Context: an optimization exercise on an open-source flow, tuned for small area, a short achievable clock period and few clock cycles per item. The choices shown serve that exercise and are no tape-out recipe.
Only simulation tests tie the RTL to the original design; equivalence was not proved.

<file path="design/flow/config.mk">
export PLATFORM = sky130hd
export DESIGN_NAME = flk_digest
export DESIGN_NICKNAME = flk_digest
export VERILOG_FILES = /design/flow/design.v
export SDC_FILE = /design/flow/constraint.sdc
export NUM_CORES = 4
export LEC_CHECK = 0
export CAP_MARGIN = 20
export CORE_MARGIN = 2
export CORE_UTILIZATION = 40
export SLEW_MARGIN = 20
</file>
<file path="design/flow/constraint.sdc">
create_clock -name core_clock -period 10.0 [get_ports {clk}]
set_input_delay 2.0000 -clock core_clock [delete_from_list [all_inputs] [get_ports {clk}]]
set_output_delay 2.0000 -clock core_clock [all_outputs]
set_load 0.01 [all_outputs]
</file>
<file path="design/flow/design.v">
module flk_digest (
    input  wire          clk,
    input  wire          rst,
    input  wire          start,
    input  wire [63:0]   sec,
    input  wire [15:0]   tick_k,
    input  wire [15:0]   gen,
    input  wire [63:0]   ltc,
    input  wire [95:0]   dout,
    input  wire [63:0]   trip,
    input  wire [63:0]   bf_trip,
    input  wire [63:0]   wsum,
    input  wire [63:0]   wcnt,
    output wire          busy,
    output reg           done,
    output reg  [127:0]  digest
);
    wire [511:0] rec = {wcnt, wsum, bf_trip, trip, dout, ltc, gen, tick_k, sec};
    localparam [255:0] IV = {32'h6a09e667, 32'hbb67ae85, 32'h3c6ef372, 32'ha54ff53a,
                             32'h510e527f, 32'h9b05688c, 32'h1f83d9ab, 32'h5be0cd19};
    localparam [511:0] PAD = {32'h80000000, {14{32'h00000000}}, 32'h00000200};
    reg         running;
    reg         blk;            
    reg  [5:0]  rnd;
    reg  [255:0] hs;            
    reg  [31:0] a, b, c, d, e, f, g, h;
    reg  [511:0] w;             
    assign busy = running;
    reg [31:0] kt;
    localparam [2047:0] KTAB = {   
        32'hc67178f2, 32'hbef9a3f7, 32'ha4506ceb, 32'h90befffa,
        32'h8cc70208, 32'h84c87814, 32'h78a5636f, 32'h748f82ee,
        32'h682e6ff3, 32'h5b9cca4f, 32'h4ed8aa4a, 32'h391c0cb3,
        32'h34b0bcb5, 32'h2748774c, 32'h1e376c08, 32'h19a4c116,
        32'h106aa070, 32'hf40e3585, 32'hd6990624, 32'hd192e819,
        32'hc76c51a3, 32'hc24b8b70, 32'ha81a664b, 32'ha2bfe8a1,
        32'h92722c85, 32'h81c2c92e, 32'h766a0abb, 32'h650a7354,
        32'h53380d13, 32'h4d2c6dfc, 32'h2e1b2138, 32'h27b70a85,
        32'h14292967, 32'h06ca6351, 32'hd5a79147, 32'hc6e00bf3,
        32'hbf597fc7, 32'hb00327c8, 32'ha831c66d, 32'h983e5152,
        32'h76f988da, 32'h5cb0a9dc, 32'h4a7484aa, 32'h2de92c6f,
        32'h240ca1cc, 32'h0fc19dc6, 32'hefbe4786, 32'he49b69c1,
        32'hc19bf174, 32'h9bdc06a7, 32'h80deb1fe, 32'h72be5d74,
        32'h550c7dc3, 32'h243185be, 32'h12835b01, 32'hd807aa98,
        32'hab1c5ed5, 32'h923f82a4, 32'h59f111f1, 32'h3956c25b,
        32'he9b5dba5, 32'hb5c0fbcf, 32'h71374491, 32'h428a2f98};
    always @(*) kt = KTAB[32*rnd +: 32];
    reg [511:0] rec_words;
    integer i;
    always @(*) begin
        for (i = 0; i < 64; i = i + 1)
            rec_words[511 - 8*i -: 8] = rec[8*i +: 8];
    end
    wire [31:0] w0  = w[511:480];
    wire [31:0] w1  = w[479:448];
    wire [31:0] w9  = w[223:192];
    wire [31:0] w14 = w[63:32];
    wire [31:0] s0w = {w1[6:0], w1[31:7]} ^ {w1[17:0], w1[31:18]} ^ (w1 >> 3);
    wire [31:0] s1w = {w14[16:0], w14[31:17]} ^ {w14[18:0], w14[31:19]} ^ (w14 >> 10);
    wire [31:0] wnew = s1w + w9 + s0w + w0;
    wire [31:0] S1  = {e[5:0], e[31:6]} ^ {e[10:0], e[31:11]} ^ {e[24:0], e[31:25]};
    wire [31:0] ch  = (e & f) ^ (~e & g);
    wire [31:0] t1  = h + S1 + ch + kt + w0;
    wire [31:0] S0  = {a[1:0], a[31:2]} ^ {a[12:0], a[31:13]} ^ {a[21:0], a[31:22]};
    wire [31:0] maj = (a & b) ^ (a & c) ^ (b & c);
    wire [31:0] t2  = S0 + maj;
    wire [31:0] n0 = hs[255:224] + (t1 + t2);
    wire [31:0] n1 = hs[223:192] + a;
    wire [31:0] n2 = hs[191:160] + b;
    wire [31:0] n3 = hs[159:128] + c;
    wire [31:0] n4 = hs[127:96]  + (d + t1);
    wire [31:0] n5 = hs[95:64]   + e;
    wire [31:0] n6 = hs[63:32]   + f;
    wire [31:0] n7 = hs[31:0]    + g;
    always @(posedge clk) begin
        if (rst) begin
            running <= 1'b0;
            done    <= 1'b0;
            blk     <= 1'b0;
            rnd     <= 6'd0;
            digest  <= 128'd0;
        end else begin
            done <= 1'b0;
            if (!running) begin
                if (start) begin
                    running <= 1'b1;
                    blk     <= 1'b0;
                    rnd     <= 6'd0;
                    hs      <= IV;
                    {a, b, c, d, e, f, g, h} <= IV;
                    w       <= rec_words;
                end
            end else begin
                h <= g;
                g <= f;
                f <= e;
                e <= d + t1;
                d <= c;
                c <= b;
                b <= a;
                a <= t1 + t2;
                w <= {w[479:0], wnew};
                rnd <= rnd + 6'd1;
                if (rnd == 6'd63) begin
                    hs <= {n0, n1, n2, n3, n4, n5, n6, n7};
                    if (!blk) begin
                        blk <= 1'b1;
                        {a, b, c, d, e, f, g, h} <= {n0, n1, n2, n3, n4, n5, n6, n7};
                        w <= PAD;
                    end else begin
                        running <= 1'b0;
                        done    <= 1'b1;
                        digest  <= {n0, n1, n2, n3};
                    end
                end
            end
        end
    end
endmodule
</file>
<file path="design/flow/run.sh">
#!/bin/bash
# synth_recipe.tcl (not shown) runs the flow's synth.tcl, then flattens the netlist and writes it again
# the make line also repeats each setting of config.mk as NAME=value (left out here)
make -C /OpenROAD-flow-scripts/flow DESIGN_CONFIG=/design/flow/config.mk WORK_HOME=/design/flow/orfs CLKGATE_MAP_FILE= SYNTH_SCRIPT=/design/flow/synth_recipe.tcl finish
</file>
==> notes.md <==
- During placement, the flow inserted port buffers numbering roughly 640.
- Proportion of netlist area held by the largest area contributor: 0.409
- In the final layout, the share of cells above drive strength 1 is 0.0952.
- Clk pin slew, worst setup/hold paths: approximately 70 ps
* Clock period minus worst slack: 9670 ps
- Maximum clock frequency: 0.103 GHz
- In the final layout, flip-flops and latches occupy between 30000 and 40000 um2.
- During I/O placement, the number of pins put on the boundary was 645.
- Layout net count: 9354
- Number of CTS-inserted buffers: approximately 140
- Period Utilization, post-route: 0.967
- Total count of hold-check failures in the final report: 0
- Setup violations remaining at the end of the flow were counted as 0.
- Synthesis inferred 1161 register bits.
* Router iterations before antenna repair: 6
- Area post-placement: 86700 um2
* Hold WC Path Type: register to register
- In this run the vertical extent of the chip is between 400 and 500 um.
* Bufs on Longest Clock Path: 3
- Normalized max-slew margin: 0.216
- Total routing usage reported by global routing: 0.297
- Count of hold-fix buffers inserted at cts: 0
- Once detailed placement completed, the half-perimeter wirelength came to 222 mm.
* Critical Path Stages: 49
- ANT nets after route: 0
* Clock latency of the later-clocked register in the worst-skew pair: 830 ps
- The multi-input combinational cells in the finished layout cover a total of 38700 um2.
- Number of antenna violations at the first check in global routing: 61
* Fraction of synthesis flops using an asynchronous set or reset pin: 0
- The die is about 440 um wide.
- Worst hold slack after final layout: 452 ps
- Total of fill cells in the finished design: 17400
- The critical path is of the register to register type.
* Buffering stage count on the worst path with inverters included: 11
- R2R depth: 49
- For this run, the number of Yosys warnings is 1.
- A synthesized cell averages 10.1 um2.
- Sorting the synthesized cells by area gives the leading types as edfxtp_1, ha_1, o2bb2ai_1, nand2_1, fa_1.
- Transition time at the pin with the least slew margin: between 1000 and 1500 ps
- Of the synthesized area, sequential elements account for 0.446.
* Count of cell types in the netlist: 98
* Hold path startpoint: digest[104]$_SDFFE_PP0P_
* Die area: 191000 um2
* Hold Path Stages: 2
- In this run the core area contains 159 standard-cell rows.
- Synthesis produced a netlist whose cell count is 7461.
* MaxCap Viol Count: 0
- Along the worst path, the maximum fanout reaches 5.
- After routing the design area is 91500 um2.
- The flow ran to the end and the layout has no timing, DRC or antenna violations.
- Tracing the worst setup path back leads to its startpoint at rnd[0]$_SDFFE_PP0N_.
* Final standard cell utilization of the core: 0.489
- Cell with the biggest individual delay on the critical path: fa_1
- Worst-case register-to-register setup slack: 330 ps
- Arrival time of data at the critical path endpoint: between 10000 and 15000 ps
- Routed wire per std cell: 26.9 um
* Routed wire length: 293 mm
- GPL Wtd Cong: between 0.9 and 1
- In the routed design, unresolved DRC markers number 0.
- The first global-routing pass estimated 418 mm of wire.
- Maximum number of pins on one net before global-route repair: 219
- For the final database, setup skew stands at 45.8 ps.
- CTS tree: built
- Delay of the slowest cell on the worst path: 540 ps
- Synthesized netlist net count: 8567
- Post-detailed-route via-to-cell ratio: 5.76
* Clock tree sinks: 1161
* Number of enable flip-flop cells after synthesis: 1024
- CP Launch Type: register
* Clock root cell: clkbuf_16
- Across all layers, the routed design uses approximately 63000 vias.
- Most common flop cell mapped by yosys: edfxtp_1
- Reg2Reg Launch Point: rnd[0]$_SDFFE_PP0N_
- Final max-slew violation count: 0
- Relative to the synthesized area, the layout overhead comes to 21.7%.
* Required arrival time at the worst endpoint: approximately 11000 ps
* Cell type with the largest total area after synthesis: edfxtp_1
* Count of H-tree levels built during CTS: 4
* Area of the core: ~190000 um2
- Sort of element at the end of the critical path: register
- The initial utilization of the core area, before any placement, comes to 0.401.
* First DRT Iteration DRCs: 7065
* Post-synth design cell area: 75200 um2
* Number of global-route vias before repair: around 59000
* Overall overflow remaining after global route: 0
* Delay-heaviest family, CP: compound AO/OA/AOI/OAI gates
==> synth_stat cells, drive strengths merged (83+ instances only) <==
| cell | number |
|---|---|
| o21ai | 296 |
| inv | 424 |
| a21oi | 540 |
| nand2 | 1132 |
| nor2 | 432 |
| xnor2 | 363 |
| xor2 | 221 |
| nor3 | 93 |
| o211ai | 92 |
| o2bb2ai | 486 |
| nand3 | 89 |
| dfxtp | 137 |
| edfxtp | 1024 |
| and2 | 83 |
| ha | 396 |
| clkbuf | 423 |
| a21o | 224 |
| fa | 195 |
==> layer usage <==
| metal | GRT usage | routed length (um) |
|---|---|---|
| met3 | 0.0562 | 24300 |
| met4 | 0.111 | 11100 |
| met1 | 0.423 | 127000 |
| met2 | 0.449 | 131000 |
| met5 | 0 | 257 |
==> layout by cell type (no fill, tap or decap), types with 92 or more instances in the layout <==
cell type and instances:
xor2_1 216, o21ai_0 272, a21oi_1 523, buf_4 432, a21o_1 222, dfxtp_1 130, clkdlybuf4s50_1 643, nor2_1 422
fa_1 195, clkbuf_16 139, o2bb2ai_1 486, xnor2_1 360, edfxtp_1 1024, nand2_1 1131, o211ai_1 92, inv_1 420
ha_1 389
==> final timing paths <==
| check | endpoint |
|---|---|
| setup / recovery | a[30]$_SDFFCE_PN1P_ |
| hold / removal | digest[104]$_SDFFE_PP0P_ |
| setup reg to reg | a[30]$_SDFFCE_PN1P_ |
| hold reg to reg | digest[104]$_SDFFE_PP0P_ |
==> layout make-up <==
type | count | share of cell area
Antenna cell | 45 | 0.00123
Sequential cell | 1161 | 0.366
Timing Repair Buffer | 1099 | 0.111
Multi-Input combinational cell | 5424 | 0.423
Inverter | 426 | 0.0176
Clock inverter | 74 | 0.00648
Clock buffer | 176 | 0.0404
Tap cell | 2495 | 0.0341
==> flip-flops by register name, summed over array words and instances (netlist names) <==
register  count
h            32
d            32
b            32
digest      128
f            32
done          1
w           512
g            32
hs          256
running       1
rnd           6
a            32
c            32
e            32
blk           1
==> kinds of logic after synthesis <==
family	synth area share
AND/OR/NAND/NOR	0.120
buffers and inverters	0.0439
AO/OA/AOI/OAI	0.194
adder cells (fa/ha/maj)	0.119
flip-flops	0.446
XOR/XNOR	0.0687
multiplexers	0.00867
==> metrics by stage <==
step	setup TNS [ps]	instances	setup slack, ps
6_report	0	10900	331
3_3_place_gp	0	10600	73.4
3_5_place_dp	0	10600	58.3
2_1_floorplan	-3180660	7461	-4140
5_1_grt	-83.3	10900	-36.3
4_1_cts	0	10800	0.884
==> repair_timing <==
action | 4_1_cts | 5_1_grt
buffers inserted | 2 | 7
endpoints found under the setup margin | 3 | 41
pin swaps | 1 | 24
gates resized for setup | 2 | 85
==> worst min-delay path, stage by stage, from the launching register on <==
cell and delay, ps:
dfxtp_1 300, nand2_1 50, a21oi_1 50
Testbench counts, summed over its fixed seeds: cycles 154,800, items 1,200.

## port drivers added, routing unchanged
The flow's constraints put no driver on any port. The routed layout listed below was extracted and timed again, unchanged, in two steps.
Step 1: set_driving_cell puts a clkbuf_16 on clk and a buf_2 on each other input, an assumption about the parent block.
Step 2 times the ports against the registers' clock, not the clock port: input delays grow and output delays shrink by t, the midpoint of the rising clock arrivals with the driver on.
Three values: ideal, step 1, step 2; two values: the first two.
t, ns: 0.898
slack for setup (ns): 0.331 / 0.331 / 0.331
worst slew at a driven data input, ns: 0.23
After both steps setup and hold are still met in this run. The setup slack of this run moves by 0.000 ns with the drivers and by 0.000 ns with both steps.
